This design comes from an exercise in tuning for small area, a short achievable clock period and few clock cycles per item on the open sky130 flow, not from production work. The RTL was checked by simulation tests, not by an equivalence proof against the original design.

==> run a <==
// fliax_group_dot
module fliax_group_dot (
    input  wire         clk,
    input  wire         rst,
    input  wire         in_valid,
    output wire         in_ready,
    input  wire [127:0] a,
    input  wire [127:0] b,
    input  wire [31:0]  c,
    output reg          out_valid,
    output reg  [31:0]  out_result,
    output reg  [3:0]   out_flags
);
export LEC_CHECK = 0
export CAP_MARGIN = 20
export CORE_MARGIN = 2
export CORE_UTILIZATION = 25
export PLACE_DENSITY = 0.35
export SLEW_MARGIN = 20
export SYNTH_HIERARCHICAL = 1
create_clock -name core_clock -period 90.0 [get_ports {clk}]
standard.sh (not shown) runs the stock make flow with config.mk's settings and CLKGATE_MAP_FILE= SYNTH_SCRIPT=/design/flow/synth_recipe.tcl, a recipe that flattens the netlist after the stock synthesis.
==> flow/flow/run.sh <==
#!/bin/bash
# The standard layout (the standard.sh, standard synthesis included), with
# one change: the port buffers that global placement inserts are buf_2 cells
# instead of the default clkdlybuf4s50_1 delay cells.  The whole output of the
# ORFS run goes to standard.log; ORFS's per-step logs stay under orfs/logs.
set -euo pipefail
bash standard.sh 'BUFFER_PORTS_ARGS=-buffer_cell sky130_fd_sc_hd__buf_2' finish > standard.log 2>&1
==> run b (differences from run a) <==
--- a/flow/design.v
+++ b/flow/design.v
@@ -323,42 +323,32 @@
             tzc24[2] = (y[3:0] == 4'd0);
             y = tzc24[2] ? {4'd0, y[31:4]} : y;
             tzc24[1] = (y[1:0] == 2'd0);
             y = tzc24[1] ? {2'd0, y[31:2]} : y;
             tzc24[0] = ~y[0];
         end
     endfunction
-    function [71:0] align16(input [15:0] d, input f, input [6:0] sh, input cor);
+    function [71:0] align17(input [16:0] d, input f, input [6:0] sh);
         reg [87:0] v;
         integer i;
         begin
-            if (cor & ~sh[0])
-                v = {d, {72{f}}};
-            else if (~cor & sh[0])
-                v = {f, f, d, {70{f}}};
-            else
-                v = {f, d, {71{f}}};
-            for (i = 1; i < 7; i = i + 1)
+            v = {d, {71{f}}};
+            for (i = 0; i < 7; i = i + 1)
                 if (sh[i]) v = (v >> (1 << i)) | ~({88{1'b1}} >> (1 << i)) & {88{f}};
-            align16 = v[71:0];
+            align17 = v[71:0];
         end
     endfunction
-    function [71:0] align24(input [23:0] d, input f, input [6:0] sh, input cor);
+    function [71:0] align25(input [24:0] d, input f, input [6:0] sh);
         reg [95:0] v;
         integer i;
         begin
-            if (cor & ~sh[0])
-                v = {d, {72{f}}};
-            else if (~cor & sh[0])
-                v = {f, f, d, {70{f}}};
-            else
-                v = {f, d, {71{f}}};
-            for (i = 1; i < 7; i = i + 1)
+            v = {d, {71{f}}};
+            for (i = 0; i < 7; i = i + 1)
                 if (sh[i]) v = (v >> (1 << i)) | ~({96{1'b1}} >> (1 << i)) & {96{f}};
-            align24 = v[71:0];
+            align25 = v[71:0];
         end
     endfunction
     reg         v0;
     reg [127:0] a0;
     reg [127:0] b0;
     reg [31:0]  c0;
     integer     k0;
@@ -497,19 +487,21 @@
         infs1 <= neg_inf;
         zero1 <= all_zero;
         zs1   <= all_negz;
     end
     wire [72:0] r [0:8];
     generate
         for (gi = 0; gi < 8; gi = gi + 1) begin : g_win
-            wire [71:0] w  = align16(p1[gi], neg1[gi], sh1[gi], cor1);
+            wire [16:0] pc = cor1 ? {p1[gi], neg1[gi]} : {neg1[gi], p1[gi]};
+            wire [71:0] w  = align17(pc, neg1[gi], sh1[gi]);
             assign r[gi] = {(gi == 0) ? neg1[gi] : ~neg1[gi], w};
         end
     endgenerate
-    assign r[8] = {~neg1[8], align24(mc1, neg1[8], sh1[8], cor1)};
+    wire [24:0] mcc = cor1 ? {mc1, neg1[8]} : {neg1[8], mc1};
+    assign r[8] = {~neg1[8], align25(mcc, neg1[8], sh1[8])};
     wire [72:0] l1as, l1bs, l1cs, l2as, l2bs, l3as, l4as;
     wire [73:1] l1ac, l1bc, l1cc, l2ac, l2bc, l3ac, l4ac;
     fliax_gd_csa u_l1a (.x(r[0]), .y(r[1]), .z(r[2]), .s(l1as), .c(l1ac));
     fliax_gd_csa u_l1b (.x(r[3]), .y(r[4]), .z(r[5]), .s(l1bs), .c(l1bc));
     fliax_gd_csa u_l1c (.x(r[6]), .y(r[7]), .z(r[8]), .s(l1cs), .c(l1cc));
     fliax_gd_csa u_l2a (.x(l1as), .y({l1ac[72:1], neg1[0]}), .z(l1bs), .s(l2as), .c(l2ac));
     fliax_gd_csa u_l2b (.x({l1bc[72:1], neg1[1]}), .y(l1cs), .z({l1cc[72:1], neg1[2]}), .s(l2bs), .c(l2bc));
==> flow/run.sh (new file) <==
#!/bin/bash
# synth_recipe.tcl (not shown) runs the flow's synth.tcl, then flattens the netlist and writes it again
# the make line also repeats each setting of config.mk as NAME=value (left out here)
make -C /OpenROAD-flow-scripts/flow DESIGN_CONFIG=/design/flow/config.mk WORK_HOME=/design/flow/orfs CLKGATE_MAP_FILE= SYNTH_SCRIPT=/design/flow/synth_recipe.tcl finish
CORE_UTILIZATION = 55   (was 25)
PLACE_DENSITY = 0.65   (was 0.35)
removed: flow/flow/run.sh
removed: flow/standard.sh
==> run c (differences from run a) <==
--- a/flow/design.v
+++ b/flow/design.v
@@ -58,32 +58,14 @@
     input  wire b,
     output wire s,
     output wire co
 );
     assign s  = a ^ b;
     assign co = a & b;
 endmodule
-module fliax_gd_rca #(parameter W = 8) (
-    input  wire [W-1:0] x,
-    input  wire [W-1:0] y,
-    output wire [W:0]   s
-);
-    wire [W-1:0] cy;
-    genvar i;
-    generate
-        for (i = 0; i < W; i = i + 1) begin : g
-            if (i == 0) begin : g_h
-                fliax_gd_ha u (.a(x[i]), .b(y[i]), .s(s[i]), .co(cy[i]));
-            end else begin : g_f
-                fliax_gd_fa u (.a(x[i]), .b(y[i]), .c(cy[i-1]), .s(s[i]), .co(cy[i]));
-            end
-        end
-    endgenerate
-    assign s[W] = cy[W-1];
-endmodule
 module fliax_gd_csa #(parameter W = 73) (
     input  wire [W-1:0] x,
     input  wire [W-1:0] y,
     input  wire [W-1:0] z,
     output wire [W-1:0] s,
     output wire [W:1]   c
 );
@@ -323,54 +305,41 @@
             tzc24[2] = (y[3:0] == 4'd0);
             y = tzc24[2] ? {4'd0, y[31:4]} : y;
             tzc24[1] = (y[1:0] == 2'd0);
             y = tzc24[1] ? {2'd0, y[31:2]} : y;
             tzc24[0] = ~y[0];
         end
     endfunction
-    function [71:0] align16(input [15:0] d, input f, input [6:0] sh, input cor);
+    function [71:0] align17(input [16:0] d, input f, input [6:0] sh);
         reg [87:0] v;
         integer i;
         begin
-            if (cor & ~sh[0])
-                v = {d, {72{f}}};
-            else if (~cor & sh[0])
-                v = {f, f, d, {70{f}}};
-            else
-                v = {f, d, {71{f}}};
-            for (i = 1; i < 7; i = i + 1)
+            v = {d, {71{f}}};
+            for (i = 0; i < 7; i = i + 1)
                 if (sh[i]) v = (v >> (1 << i)) | ~({88{1'b1}} >> (1 << i)) & {88{f}};
-            align16 = v[71:0];
+            align17 = v[71:0];
         end
     endfunction
-    function [71:0] align24(input [23:0] d, input f, input [6:0] sh, input cor);
+    function [71:0] align25(input [24:0] d, input f, input [6:0] sh);
         reg [95:0] v;
         integer i;
         begin
-            if (cor & ~sh[0])
-                v = {d, {72{f}}};
-            else if (~cor & sh[0])
-                v = {f, f, d, {70{f}}};
-            else
-                v = {f, d, {71{f}}};
-            for (i = 1; i < 7; i = i + 1)
+            v = {d, {71{f}}};
+            for (i = 0; i < 7; i = i + 1)
                 if (sh[i]) v = (v >> (1 << i)) | ~({96{1'b1}} >> (1 << i)) & {96{f}};
-            align24 = v[71:0];
+            align25 = v[71:0];
         end
     endfunction
     reg         v0;
     reg [127:0] a0;
     reg [127:0] b0;
     reg [31:0]  c0;
-    integer     k0;
     always @(posedge clk) begin
         v0 <= ~rst & in_valid;
         a0 <= a;
-        for (k0 = 0; k0 < 8; k0 = k0 + 1)
-            a0[16*k0+15] <= a[16*k0+15] ^ b[16*k0+15];
         b0 <= b;
         c0 <= c;
     end
     wire [8:0] t_nan, t_inf, t_sign, t_nz, t_neg, t_cor;
     wire [7:0] t_zinf;
     wire [9:0] t_Tu [0:8];
     wire [9:0] t_Q  [0:8];
@@ -395,32 +364,30 @@
             wire a_nan = a_max & |fa;
             wire b_nan = b_max & |fb;
             wire a_inf = a_max & ~|fa;
             wire b_inf = b_max & ~|fb;
             assign t_nan[gi]  = a_nan | b_nan;
             assign t_zinf[gi] = (a_zero & b_inf) | (a_inf & b_zero);
             assign t_inf[gi]  = (a_inf | b_inf) & ~t_nan[gi] & ~t_zinf[gi];
-            assign t_sign[gi] = xa[15];      
+            assign t_sign[gi] = xa[15] ^ xb[15];
             assign t_nz[gi]   = ~a_zero & ~b_zero;
             assign t_neg[gi]  = t_sign[gi] & t_nz[gi];
             wire [7:0] ma = {ha, fa};
             wire [7:0] mb = {hb, fb};
             wire [9:0] eaf = {2'b0, ea[7:1], ea[0] | ~ha};
             wire [9:0] ebf = {2'b0, eb[7:1], eb[0] | ~hb};
             wire [2:0] lza = ha ? 3'd0 : 3'd7 - msb7p1(fa[6:0]) + 3'd1;
             wire [2:0] lzb = hb ? 3'd0 : 3'd7 - msb7p1(fb[6:0]) + 3'd1;
             wire [3:0] lzab = {1'b0, lza} + {1'b0, lzb};
             wire [15:0] p;
             fliax_gd_mul8 u_mul (.x(ma), .y(mb), .p(p));
             wire [15:0] pl = p << lzab;
             assign t_p[gi]   = p;
             assign t_cor[gi] = ~pl[15];
-            wire [8:0] qs;
-            fliax_gd_rca #(.W(8)) u_q (.x(eaf[7:0]), .y(ebf[7:0]), .s(qs));
-            assign t_Q[gi]   = {1'b0, qs};
+            assign t_Q[gi]   = rca10(eaf, ebf, 1'b0);
             assign t_Tu[gi]  = t_nz[gi] ? (eaf + ebf + {6'd0, 4'd15 - lzab}) : 10'd0;
             assign t_tz[gi]  = {2'd0, tzc8(ma)} + {2'd0, tzc8(mb)};
         end
     endgenerate
     wire [7:0]  ec = c0[30:23];
     wire [22:0] fc = c0[22:0];
     wire hc = |ec;
@@ -450,17 +417,15 @@
     end
     wire corr = &(~cand | t_cor);
     wire [9:0] emax = emu - {9'd0, corr};
     wire [6:0] t_sh [0:8];
     wire [8:0] t_sticky;
     generate
         for (gi = 0; gi < 9; gi = gi + 1) begin : g_sh
-            wire [10:0] dn;
-            fliax_gd_rca #(.W(10)) u_d (.x(~emu), .y(t_Q[gi]), .s(dn));
-            wire [9:0] d   = ~dn[9:0];
+            wire [9:0] d   = rca10(emu, ~t_Q[gi], 1'b1);
             wire       far = |d[9:7];
             wire [6:0] thr = 7'd72 + {2'd0, t_tz[gi]};
             wire       ge  = (d[6:0] >= thr);
             wire       gt  = (d[6:0] > thr);
             assign t_sh[gi]     = d[6:0] | {7{far}};
             assign t_sticky[gi] = t_nz[gi] & (far | (corr ? gt : ge));
         end
@@ -497,19 +462,21 @@
         infs1 <= neg_inf;
         zero1 <= all_zero;
         zs1   <= all_negz;
     end
     wire [72:0] r [0:8];
     generate
         for (gi = 0; gi < 8; gi = gi + 1) begin : g_win
-            wire [71:0] w  = align16(p1[gi], neg1[gi], sh1[gi], cor1);
+            wire [16:0] pc = cor1 ? {p1[gi], neg1[gi]} : {neg1[gi], p1[gi]};
+            wire [71:0] w  = align17(pc, neg1[gi], sh1[gi]);
             assign r[gi] = {(gi == 0) ? neg1[gi] : ~neg1[gi], w};
         end
     endgenerate
-    assign r[8] = {~neg1[8], align24(mc1, neg1[8], sh1[8], cor1)};
+    wire [24:0] mcc = cor1 ? {mc1, neg1[8]} : {neg1[8], mc1};
+    assign r[8] = {~neg1[8], align25(mcc, neg1[8], sh1[8])};
     wire [72:0] l1as, l1bs, l1cs, l2as, l2bs, l3as, l4as;
     wire [73:1] l1ac, l1bc, l1cc, l2ac, l2bc, l3ac, l4ac;
     fliax_gd_csa u_l1a (.x(r[0]), .y(r[1]), .z(r[2]), .s(l1as), .c(l1ac));
     fliax_gd_csa u_l1b (.x(r[3]), .y(r[4]), .z(r[5]), .s(l1bs), .c(l1bc));
     fliax_gd_csa u_l1c (.x(r[6]), .y(r[7]), .z(r[8]), .s(l1cs), .c(l1cc));
     fliax_gd_csa u_l2a (.x(l1as), .y({l1ac[72:1], neg1[0]}), .z(l1bs), .s(l2as), .c(l2ac));
     fliax_gd_csa u_l2b (.x({l1bc[72:1], neg1[1]}), .y(l1cs), .z({l1cc[72:1], neg1[2]}), .s(l2bs), .c(l2bc));
==> flow/run.sh (new file) <==
#!/bin/bash
# synth_recipe.tcl (not shown) runs the flow's synth.tcl, then flattens the netlist and writes it again
# the make line also repeats each setting of config.mk as NAME=value (left out here)
make -C /OpenROAD-flow-scripts/flow DESIGN_CONFIG=/design/flow/config.mk WORK_HOME=/design/flow/orfs CLKGATE_MAP_FILE= SYNTH_SCRIPT=/design/flow/synth_recipe.tcl finish
removed: flow/flow/run.sh
removed: flow/standard.sh
==> qor summary <==
Clock insertion delay at the later pin of the skew report: run b 740 ps; run a 850 ps; run c 860 ps
Run status: run b finished clean; run a finished clean; run c finished clean
Number of buffers created by CTS: run b 75; run a 93; run c 95
Met1 Wirelength: run b 142000 um; run a 202000 um; run c 207000 um
Vias in the first global route: run b 81400; run a 82200; run c 82900
Remaining max-slew budget at the tightest pin: run b 0.0944; run a 0.134; run c 0.143
Initial DRC Count: run b 12200; run a 6872; run c 6873
Floorplan die area: run b 168000 um^2; run a 367000 um^2; run c 370000 um^2
Number of standard cells in the final layout excluding fillers: run b 12900; run a 15500; run c 15700
Critical path destination: run b out_result[5]; run a gst1; run c out_result[31]
Finished Cell Area: run b 98000 um^2; run a 101000 um^2; run c 103000 um^2
Wire length on met2: run b 161000 um; run a 216000 um; run c 221000 um
Final weighted congestion in routability-driven placement: run b 1.14; run a 1.00; run c 1.01
Met1 layer usage reported by global route: run b 0.562; run a 0.321; run c 0.326
Effective utilization at floorplan: run b 0.552; run a 0.251; run c 0.252
Diode count: run b 6; run a 5; run c 11
Critical Path End Type: run b output port; run a flop; run c output port
First-pass GRT wire length: run b 543000 um; run a 642000 um; run c 654000 um
Number of clock buffers in the layout: run b 93; run a 122; run c 117
Worst slack after detailed placement: run b 70780 ps; run a 69440 ps; run c 70330 ps
Via density: run b 6.63; run a 5.24; run c 5.20
Testbench counts of run a, summed over its fixed seeds: cycles 16,032, items 16,000.
Testbench counts of run b, summed over its fixed seeds: cycles 16,032, items 16,000.
Testbench counts of run c, summed over its fixed seeds: cycles 16,032, items 16,000.

## static timing again, ports no longer ideal
How much do the figures lean on ideal ports? The routed layouts below were timed once more, with nothing changed but the port constraints.
Step 1 assumes that a clkbuf_16 drives the clock port and a buf_2 every other input.
Step 2 adds t to the input delays and takes it off the output delays; t is the mean of the earliest and latest rising clock arrival at the registers after step 1. Input paths then give back, and output paths get back, about the clock's delay inside the block.
Three values: ideal, step 1, step 2; two values: the first two.
run	shift t [ns]	slack for setup (ns)	worst hold slack (ns)	worst setup path after step 2	pins driven straight from the clock port
run a	0.916	69.199 / 69.199 / 69.199	0.328 / 0.328 / 0.328	register to register	1
run b	0.809	70.382 / 70.291 / 70.471	0.326 / 0.326 / 0.326	register to register	1
run c	0.926	70.328 / 70.222 / 70.762	0.331 / 0.331 / 0.331	register to register	1
After both steps setup and hold are still met in every run listed.
